This is an optimization exercise on Yosys and OpenROAD, whose aim is small area and a short achievable clock period, not a production implementation.
Function was checked by simulation only, so behaviour that the tests miss may differ from the original.

===== design/flow/config.mk =====
export PLATFORM = sky130hd
export DESIGN_NAME = crc_unit
export DESIGN_NICKNAME = crc_unit
export VERILOG_FILES = /design/flow/design.v
export SDC_FILE = /design/flow/constraint.sdc
export NUM_CORES = 4
export LEC_CHECK = 0
export CAP_MARGIN = 20
export CORE_MARGIN = 2
export CORE_UTILIZATION = 40
export SLEW_MARGIN = 20

===== design/flow/constraint.sdc =====
create_clock -name core_clock -period 80.0 [get_ports {clk}]
set_input_delay 16.0000 -clock core_clock [delete_from_list [all_inputs] [get_ports {clk}]]
set_output_delay 16.0000 -clock core_clock [all_outputs]
set_load 0.01 [all_outputs]

===== design/flow/design.v =====
module crc_byte_step (
    input  wire [31:0] crc_in,
    input  wire [7:0]  data,
    input  wire [1:0]  width,    
    input  wire [31:0] poly,     
    input  wire        refin,
    output reg  [31:0] crc_out
);
    reg [7:0]  d;
    reg [31:0] mask;
    reg        top;
    reg        fb;
    integer    i;
    always @(*) begin
        for (i = 0; i < 8; i = i + 1)
            d[i] = refin ? data[7 - i] : data[i];
        case (width)
            2'd0:    mask = 32'h0000_00FF;
            2'd1:    mask = 32'h0000_FFFF;
            default: mask = 32'hFFFF_FFFF;
        endcase
        crc_out = crc_in;
        for (i = 7; i >= 0; i = i - 1) begin
            case (width)
                2'd0:    top = crc_out[7];
                2'd1:    top = crc_out[15];
                default: top = crc_out[31];
            endcase
            fb      = top ^ d[i];
            crc_out = ((crc_out << 1) ^ (fb ? poly : 32'd0)) & mask;
        end
    end
endmodule
module crc_unit (
    input  wire        clk,
    input  wire        rst,           
    input  wire [2:0]  op,            
    input  wire [1:0]  size,          
    input  wire [63:0] wdata,         
    input  wire [1:0]  cfg_width,     
    input  wire [31:0] cfg_poly,
    input  wire [31:0] cfg_init,
    input  wire [1:0]  cfg_reflect,   
    input  wire [31:0] cfg_xorout,
    output wire [31:0] running,
    output wire [31:0] result,
    output wire [1:0]  cmp_status,    
    output wire [63:0] bytes_fed
);
    localparam OP_RESET   = 3'd1;
    localparam OP_COMPARE = 3'd2;
    localparam OP_WRITE   = 3'd3;
    localparam OP_FEED    = 3'd4;
    reg [1:0]  width_q;
    reg [31:0] poly_q;
    reg [31:0] xorout_q;
    reg        refin_q;
    reg        refout_q;
    reg [31:0] crc_q;
    reg [1:0]  status_q;
    reg [63:0] count_q;
    wire [31:0] mask_q   = (width_q == 2'd0)   ? 32'h0000_00FF :
                           (width_q == 2'd1)   ? 32'h0000_FFFF : 32'hFFFF_FFFF;
    wire [31:0] cfg_mask = (cfg_width == 2'd0) ? 32'h0000_00FF :
                           (cfg_width == 2'd1) ? 32'h0000_FFFF : 32'hFFFF_FFFF;
    wire [31:0] stage [0:8];
    assign stage[0] = crc_q;
    genvar g;
    generate
        for (g = 0; g < 8; g = g + 1) begin : bytes
            crc_byte_step u_step (
                .crc_in  (stage[g]),
                .data    (wdata[8*g +: 8]),
                .width   (width_q),
                .poly    (poly_q),
                .refin   (refin_q),
                .crc_out (stage[g + 1])
            );
        end
    endgenerate
    reg [31:0] fed_crc;
    reg [3:0]  fed_bytes;
    always @(*) begin
        case (size)
            2'd0:    begin fed_crc = stage[1]; fed_bytes = 4'd1; end
            2'd1:    begin fed_crc = stage[2]; fed_bytes = 4'd2; end
            2'd2:    begin fed_crc = stage[4]; fed_bytes = 4'd4; end
            default: begin fed_crc = stage[8]; fed_bytes = 4'd8; end
        endcase
    end
    reg [31:0] reflected;
    integer i;
    always @(*) begin
        reflected = 32'd0;
        case (width_q)
            2'd0:    for (i = 0; i < 8;  i = i + 1) reflected[i] = crc_q[7 - i];
            2'd1:    for (i = 0; i < 16; i = i + 1) reflected[i] = crc_q[15 - i];
            default: for (i = 0; i < 32; i = i + 1) reflected[i] = crc_q[31 - i];
        endcase
    end
    wire [31:0] result_w = ((refout_q ? reflected : crc_q) ^ xorout_q) & mask_q;
    always @(posedge clk) begin
        if (rst) begin
            width_q  <= 2'd2;
            poly_q   <= 32'h1EDC_6F41;
            xorout_q <= 32'hFFFF_FFFF;
            refin_q  <= 1'b1;
            refout_q <= 1'b1;
            crc_q    <= 32'hFFFF_FFFF;
            status_q <= 2'd0;
            count_q  <= 64'd0;
        end else begin
            case (op)
                OP_RESET: begin
                    width_q  <= cfg_width;
                    poly_q   <= cfg_poly & cfg_mask;
                    xorout_q <= cfg_xorout & cfg_mask;
                    refin_q  <= cfg_reflect[0];
                    refout_q <= cfg_reflect[1];
                    crc_q    <= cfg_init & cfg_mask;
                    status_q <= 2'd0;
                    count_q  <= 64'd0;
                end
                OP_COMPARE: begin
                    status_q <= (result_w == (wdata[31:0] & mask_q)) ? 2'd1 : 2'd2;
                end
                OP_WRITE: begin
                    crc_q <= wdata[31:0] & mask_q;
                end
                OP_FEED: begin
                    crc_q   <= fed_crc;
                    count_q <= count_q + {60'd0, fed_bytes};
                end
                default: ;
            endcase
        end
    end
    assign running    = crc_q;
    assign result     = result_w;
    assign cmp_status = status_q;
    assign bytes_fed  = count_q;
endmodule

===== design/flow/run.sh =====
#!/bin/bash
# synth_recipe.tcl (not shown) runs the flow's synth.tcl, then flattens the netlist and writes it again
# the make line also repeats each setting of config.mk as NAME=value (left out here)
make -C /OpenROAD-flow-scripts/flow DESIGN_CONFIG=/design/flow/config.mk WORK_HOME=/design/flow/orfs CLKGATE_MAP_FILE= SYNTH_SCRIPT=/design/flow/synth_recipe.tcl finish

==> flow_metrics.tcl <==
set metrics [dict create \
    grt_max_degree 85 \
    cts_tree "built" \
    grt_pass1_vias 59112 \
    hold_depth 1 \
    cts_buffers 17 \
    yosys-top-cells-area "xnor2_1, nand2_1, dfxtp_1" \
    crit_path_frequent_cell "buf_4" \
    ctsHoldBuffers 0 \
    hpwl_mm 214.2 \
    cp.arrival_ps 76830 \
    worstHoldPathType "register to register" \
    worst_ep_required_time_ps 80420 \
    worst_setup_path_start_kind "input port" \
    critPathCaptureType "register" \
    status "finished clean" \
    hold_violations 0 \
    tns_ps 0 \
    via_per_inst 6.458 \
    yosysSeqAreaShare_pct 5.719 \
    ys.flop_type "dfxtp_1" \
    drc 0 \
    place.gp.congestion 1.053 \
    crit_type "input port to register" \
    portBuffers 300 \
    r2r_slack_ps 18390 \
    vias 64805 \
    rsz0062_at_grt "no" \
    num_rows 139 \
    multiInputGateArea_sq_um 49630 \
    root_buffer "clkbuf_16" \
    drt_wl_total_mm 300.5 \
    slew_headroom_pct 9.359 \
    yosysWarnings 2 \
    n_fill_cell 14752 \
    grt_pass1_wl_mm 424.9 \
    die_h_um 385.1 \
    h-tree-depth 4 \
    avgSynthCellArea_sq_um 7.051 \
    maxCapViolations 0 \
    clock.fmax_mhz 13.09 \
    synth_fp_nets 8417 \
    synth_area_sq_um 58100 \
    fp.dieArea_sq_um 148300 \
    start_util_pct 40.40 \
    rr_endpoint "crc_q[25]" \
    synth_edf_count 0 \
    yosysUniqueCellTypes 184 \
    cts-resized-gates 0 \
    design.core.area_sq_um 143800 \
    initialDrtViolationCount 9762 \
    setup_ws_ps 3592 \
    grt.total_usage_pct 38.72 \
    path_clk_slew_ps 80 \
    critPathMaxFanout 52 \
    period_share_pct 95.51 \
    finalClockSkew_ps 30.73 \
    clock_tree.buffer_depth 2 \
    r2r_cells 187 \
    ys_async_sr_fraction_pct 0 \
    antenna_found_initial 30 \
    hold_path_end "xorout_q[28]" \
    clk_latency_ps 510 \
    yosysTopAreaCell "xnor2_1" \
    synth-seq-cells 166 \
    num-nets-final 8270 \
    synth_top_cell_area_share_pct 24.21 \
    worstHoldStart "xorout_q[28]" \
    io_pins 301 \
    gr-total-overflow 0 \
    postRouteAntennaNets 0 \
    critPathSlowestCell "a2111oi_0" \
    drtPass1Iterations 10 \
    max_stage_delay_ps 780 \
    area_delta_synth_final_pct 5.140 \
    routedWlPerCell_um 29.95 \
    die_w_um 385.1 \
    drive_gt1_share_pct 12.35 \
    synthCells 8241 \
    tightestPinTransition_ps 1345 \
    cts_sinks 166 \
    rr_startpoint "refin_q" \
    maxSlewViolCount 0 \
    register_area_sq_um 3386 \
    post-place-ws_ps 3521 \
    setup_viol 0 \
    post-route-min-period_ps 76410 \
    post_cts_buffers 0 \
]
routing by layer:
metal	wire length [um]	vias to the layer above	GRT usage [%]
li1	-	28356	-
met1	111500	30427	48.07
met2	118600	4870	55.18
met3	43720	1134	13.43
met4	26680	18	27.87
met5	115	-	0
worst max path at each step:
stage / startpoint / to / slack (ps)
floorplan: wdata[7] / crc_q[4] / 15090
global route: wdata[7] / crc_q[16] / 90
detailed placement: wdata[0] / crc_q[25] / 3520
finish: wdata[7] / crc_q[25] / 3590
global placement: wdata[0] / crc_q[15] / 5110
CTS: wdata[0] / crc_q[16] / 3870
flip-flops by register name, summed over array words and instances (netlist names):
register	flops
poly_q	32
xorout_q	32
status_q	2
crc_q	32
refin_q	1
refout_q	1
width_q	2
count_q	64
synth_stat cells, types with 27 or more instances:
master and n:
nand2_1 1708, xnor2_1 1606, nor2_1 727, a21oi_1 320, clkbuf_1 264, xor2_1 208
nand3_1 201, mux2i_1 180, dfxtp_1 166, o21ai_0 148, clkbuf_8 140, nand4_1 118
nor3_1 112, and3_1 105, buf_1 97, a31oi_1 88, buf_6 88, mux2_2 84
a211oi_1 78, o211ai_1 78, nor4_1 71, inv_1 68, a211o_1 59, a21oi_2 52
or3_1 49, buf_4 47, and2_1 42, o31ai_1 42, or2_2 37, nand2b_1 35
o22ai_1 34, o21ai_1 33, a221oi_1 32, a311oi_1 31, o211a_1 29, o21a_1 27
cells by family (layout without fill, tap and decap cells):
kind of cell | Yosys count | after routing | synth area share [%]
buffers and inverters | 766 | 631 | 9.266
and+or+nand+nor | 3516 | 3516 | 28.04
AOI/OAI and AO/OA | 1613 | 1613 | 21.86
xor gates and xnor gates | 1863 | 1864 | 29.04
adders and majority gates | 5 | 5 | 0.1206
DFF | 166 | 166 | 5.719
muxes | 312 | 312 | 5.948
other | 0 | 25 | 0
stage by stage:
stage               hold WS [ps]  instance area [sq um]  std cells  util (%)
global placement           468.1                  60270       9975     41.91
detailed placement         473.4                  60290       9976     41.92
finish                     488.8                  61090      10035     42.47
CTS                        488.9                  60930      10008     42.36
global route               508.8                  61030      10011     42.43
floorplan                  456.1                  58100       8241         -
cell usage in the layout (no fill, tap or decap), drive strengths merged, types with 72 or more instances in the layout:
cell type and count:
a211o 72, a211oi 99, a21oi 373, a31oi 94
and3 120, buf 228, clkdlybuf4s50 297, dfxtp 166
inv 78, mux2 112, mux2i 198, nand2 1736
nand3 218, nand4 130, nor2 754, nor3 137
nor4 79, o211ai 89, o21ai 197, xnor2 1631
xor2 210
critical path, delay by kind of cell:
| kind | cells | cell delay (ps) |
|---|---|---|
| XOR/XNOR | 9 | 2650 |
| buffers and inverters | 13 | 4750 |
| AO/OA/AOI/OAI | 87 | 28070 |
| multiplexers | 20 | 7090 |
| AND/OR/NAND/NOR | 58 | 18070 |
final cells by class:
cell class	count	share of cell area, %
multi-input cells	7310	81.24
repair buffers	525	7.713
flip-flops and latches	166	5.542
well taps	1903	3.898
clock buffers	17	0.6964
inverters	74	0.4629
clock inverters	15	0.3461
diodes	25	0.1024

-- re-timing with driven ports --
In the flow no input, the clock included, has a driving cell. The finished layout below was timed again as built, in two steps. Step 1 assumes that a clkbuf_16 drives the clock port and a buf_2 every other input. Step 2 also shifts input and output timing later by t, the mid clock arrival at the registers, as if the neighbouring blocks saw the same clock. a / b / c = no drivers / after step 1 / after step 2; a / b = the first two.
t (ns): 0.553
setup slack, ns: 3.592 / 3.627 / 3.074
pins driven straight from the clock port: 1
After both steps setup and hold are still met in this run. The setup slack of this run moves by +0.035 ns with the drivers and by -0.518 ns with both steps.
